This design comes from an exercise in tuning for small area and a short achievable clock period on the open sky130 flow, not from production work. Function was checked by simulation only, so behaviour that the tests miss may differ from the original. Power figures rest on the tool's default switching activity, not on a simulated workload.

==> run Y: inputs <==
// engine_alu
module engine_alu (
    input  wire        clk,
    input  wire        rst,        
    input  wire        a_we,       
    input  wire [63:0] a_wdata,
    input  wire        trig,       
    input  wire [4:0]  op,         
    input  wire [63:0] b,          
    output wire [63:0] res         
);
Settings: LEC_CHECK=0, ABC_AREA=1, CAP_MARGIN=20, CORE_MARGIN=2, CORE_UTILIZATION=40, SLEW_MARGIN=20; clock period 14.0 ns.
standard.sh (not shown) runs the stock make flow with config.mk's settings and CLKGATE_MAP_FILE= SYNTH_SCRIPT=/design/flow/synth_recipe.tcl, a recipe that flattens the netlist after the stock synthesis.
==> flow/flow/run.sh <==
#!/bin/bash
# The standard layout, with two changes to how it is made (the constraints
# are the standard flow's own):
#  - timing repair aims below the clock period: repair_timing keeps working
#    until the setup slack is at least SETUP_SLACK_MARGIN;
#  - every input and output port still gets a buffer, but a plain buf_4
#    rather than the delay-cell buffer buffer_ports picks by default.
# standard.sh's output goes to standard_flow.log; ORFS keeps each step's
# log under orfs/logs/.
set -o pipefail
export SETUP_SLACK_MARGIN=7.0
export BUFFER_PORTS_ARGS="-buffer_cell sky130_fd_sc_hd__buf_4"
bash standard.sh > standard_flow.log 2>&1
==> run G (differences from run Y) <==
--- a/flow/flow/run.sh
+++ b/flow/flow/run.sh
@@ -9,5 +9,5 @@
 # log under orfs/logs/.
 set -o pipefail
-export SETUP_SLACK_MARGIN=7.0
+export SETUP_SLACK_MARGIN=6.8
 export BUFFER_PORTS_ARGS="-buffer_cell sky130_fd_sc_hd__buf_4"
 bash standard.sh > standard_flow.log 2>&1
==> summary of the runs <==
Against run Y, the maximum frequency of run G is smaller by 4.2%. Against run Y, the global-route usage of run G is higher by 1.7 points. Between run Y and run G, the lower register-to-register slack is in run G (gap 0.38 ns). In run Y the clock power is larger than in run G, by about 5%. Against run Y, the core utilization of run G is lower by 0.85 points. Cell count: run Y is larger than run G (0.43%). In run G the total power is larger than in run Y, by about 4%. Against run G, the wire length of run Y is lower by about 3%. In run G the hold slack is better than in run Y, by 0.0092 ns.
==> figures <==
	run Y	run G
Run status	timing/DRC/antenna clean	timing/DRC/antenna clean
Highest clock frequency the design can meet	141.2 MHz	135.2 MHz
Number of antenna diodes	30	25
First-pass GRT wire length	564900 µm	579400 µm
Post-CTS Setup Repair Bufs	27	21
Final total power	13.75 mW	14.33 mW
CP max FO	4	30
Depth of the worst register-to-register path	15	19
Fraction of met3 tracks used by global routing	0.2737	0.2574
Number of ordinary and repair buffers in the finished layout	510	473
Filler Cell Count	16.26k	16.49k
Buffering stage count on the worst path with inverters included	5	7
Relative contribution of the clock network to total power	0.091	0.083
Signal arrival time at the worst endpoint	4.28 ns	7.71 ns
Met3 WL	77010 µm	74260 µm
Signal inverters	956	955
Share of total power in sequential cells	0.067	0.064
Power consumed by the clock network	1.25 mW	1.19 mW
Internal power contribution	5.798 mW	5.843 mW
Number of buffers created by CTS	42	41

========
==> inputs of exp/maple <==
Another version of the RTL of engine_alu (not shown whole).
Settings: LEC_CHECK=0, ABC_AREA=1, CAP_MARGIN=20, CORE_MARGIN=2, CORE_UTILIZATION=40, SLEW_MARGIN=20; clock period 14.0 ns.
==> flow/flow/run.sh <==
#!/bin/bash
# The standard layout, with timing repair aimed below the clock period: the
# same constraints, but repair_timing keeps working until the setup slack is
# at least SETUP_SLACK_MARGIN.
set -o pipefail
export SETUP_SLACK_MARGIN=6.5
cp config.mk config.mk.orig
bash standard.sh > standard_flow.log 2>&1
==> exp/zinc: changes against exp/maple <==
==> flow/flow/run.sh (replaced) <==
#!/bin/bash
# The standard layout, with timing repair aimed below the clock period: the
# same constraints, but repair_timing keeps working until the setup slack is
# at least SETUP_SLACK_MARGIN.
set -o pipefail
export SETUP_SLACK_MARGIN=7.5
bash standard.sh > standard_flow.log 2>&1
--- a/flow/config.mk
+++ b/flow/config.mk
@@ -7,6 +7,9 @@
 export LEC_CHECK = 0
 export ABC_AREA = 1
 export CAP_MARGIN = 20
+export CELL_PAD_IN_SITES_DETAIL_PLACEMENT = 1
+export CELL_PAD_IN_SITES_GLOBAL_PLACEMENT = 2
 export CORE_MARGIN = 2
 export CORE_UTILIZATION = 40
+export PLACE_DENSITY = 0.5
 export SLEW_MARGIN = 20
==> qor summary <==
metric                                                                                      exp/maple                    exp/zinc
Mean instance size in the synthesized netlist                                               7.47 um^2                   7.47 um^2
Total half-perimeter wirelength after legalization and detailed placement                      317 mm                      338 mm
Post-CTS Setup Repair Bufs                                                                         38                         565
Number of buffers inserted during clock tree synthesis                                             46                          49
Resize count post-CTS                                                                             445                       2,489
DP Area                                                                                   0.0703 mm^2                 0.0712 mm^2
Commonest register cell after synthesis                                      sky130_fd_sc_hd__dfxtp_1    sky130_fd_sc_hd__dfxtp_1
Placed Cells incl. Taps                                                                        10,772                      10,782
Pre-CTS setup slack                                                                           4.65 ns                     4.71 ns
Height of the die                                                                              411 um                      411 um
Synthesized instance count                                                                      8,877                       8,877
Number of buffers on the longest clock path                                                         3                           3
Final weighted congestion of routability-driven global placement                                 1.10                        1.06
Multiplexer share of the synthesized area                                                           0                           0
Num rows                                                                                          149                         149
Number of synthesized flops with an enable pin                                                      0                           0
Master cell of the clock root buffer                                       sky130_fd_sc_hd__clkbuf_16  sky130_fd_sc_hd__clkbuf_16
Status                                                                       timing/DRC/antenna clean              did not finish
Failing step                                                                                        -              global routing

separate check: timing with driven ports:
The flow's constraints put no driver on any port. The routed layouts listed below were extracted and timed again, unchanged, in two steps. Step 1: set_driving_cell puts a clkbuf_16 on clk and a buf_2 on each other input, an assumption about the parent block. Step 2 adds t to the input delays and takes it off the output delays; t is the mean of the earliest and latest rising clock arrival at the registers after step 1. Input paths then give back, and output paths get back, about the clock's delay inside the block. a / b / c = ideal ports / drivers / drivers and shift; a / b = the first two.
run | t (ns) | slack for setup (ns) | worst setup path at the end | clock arrival spread, ns | worst slew at a driven data input, ns
run Y | 0.728 | 6.916 / 6.846 / 6.118 | input to register | 0.059 / 0.060 | 0.18
run G | 0.726 | 6.604 / 6.615 / 5.889 | input to register | 0.058 / 0.059 | 0.17
exp/maple | 0.794 | 6.327 / 6.378 / 5.603 | input to register | 0.062 / 0.063 | 0.12
After both steps every run listed still meets setup and hold. The setup slack of run Y, which loses most, moves by -0.070 ns with the drivers and by -0.798 ns with both steps.
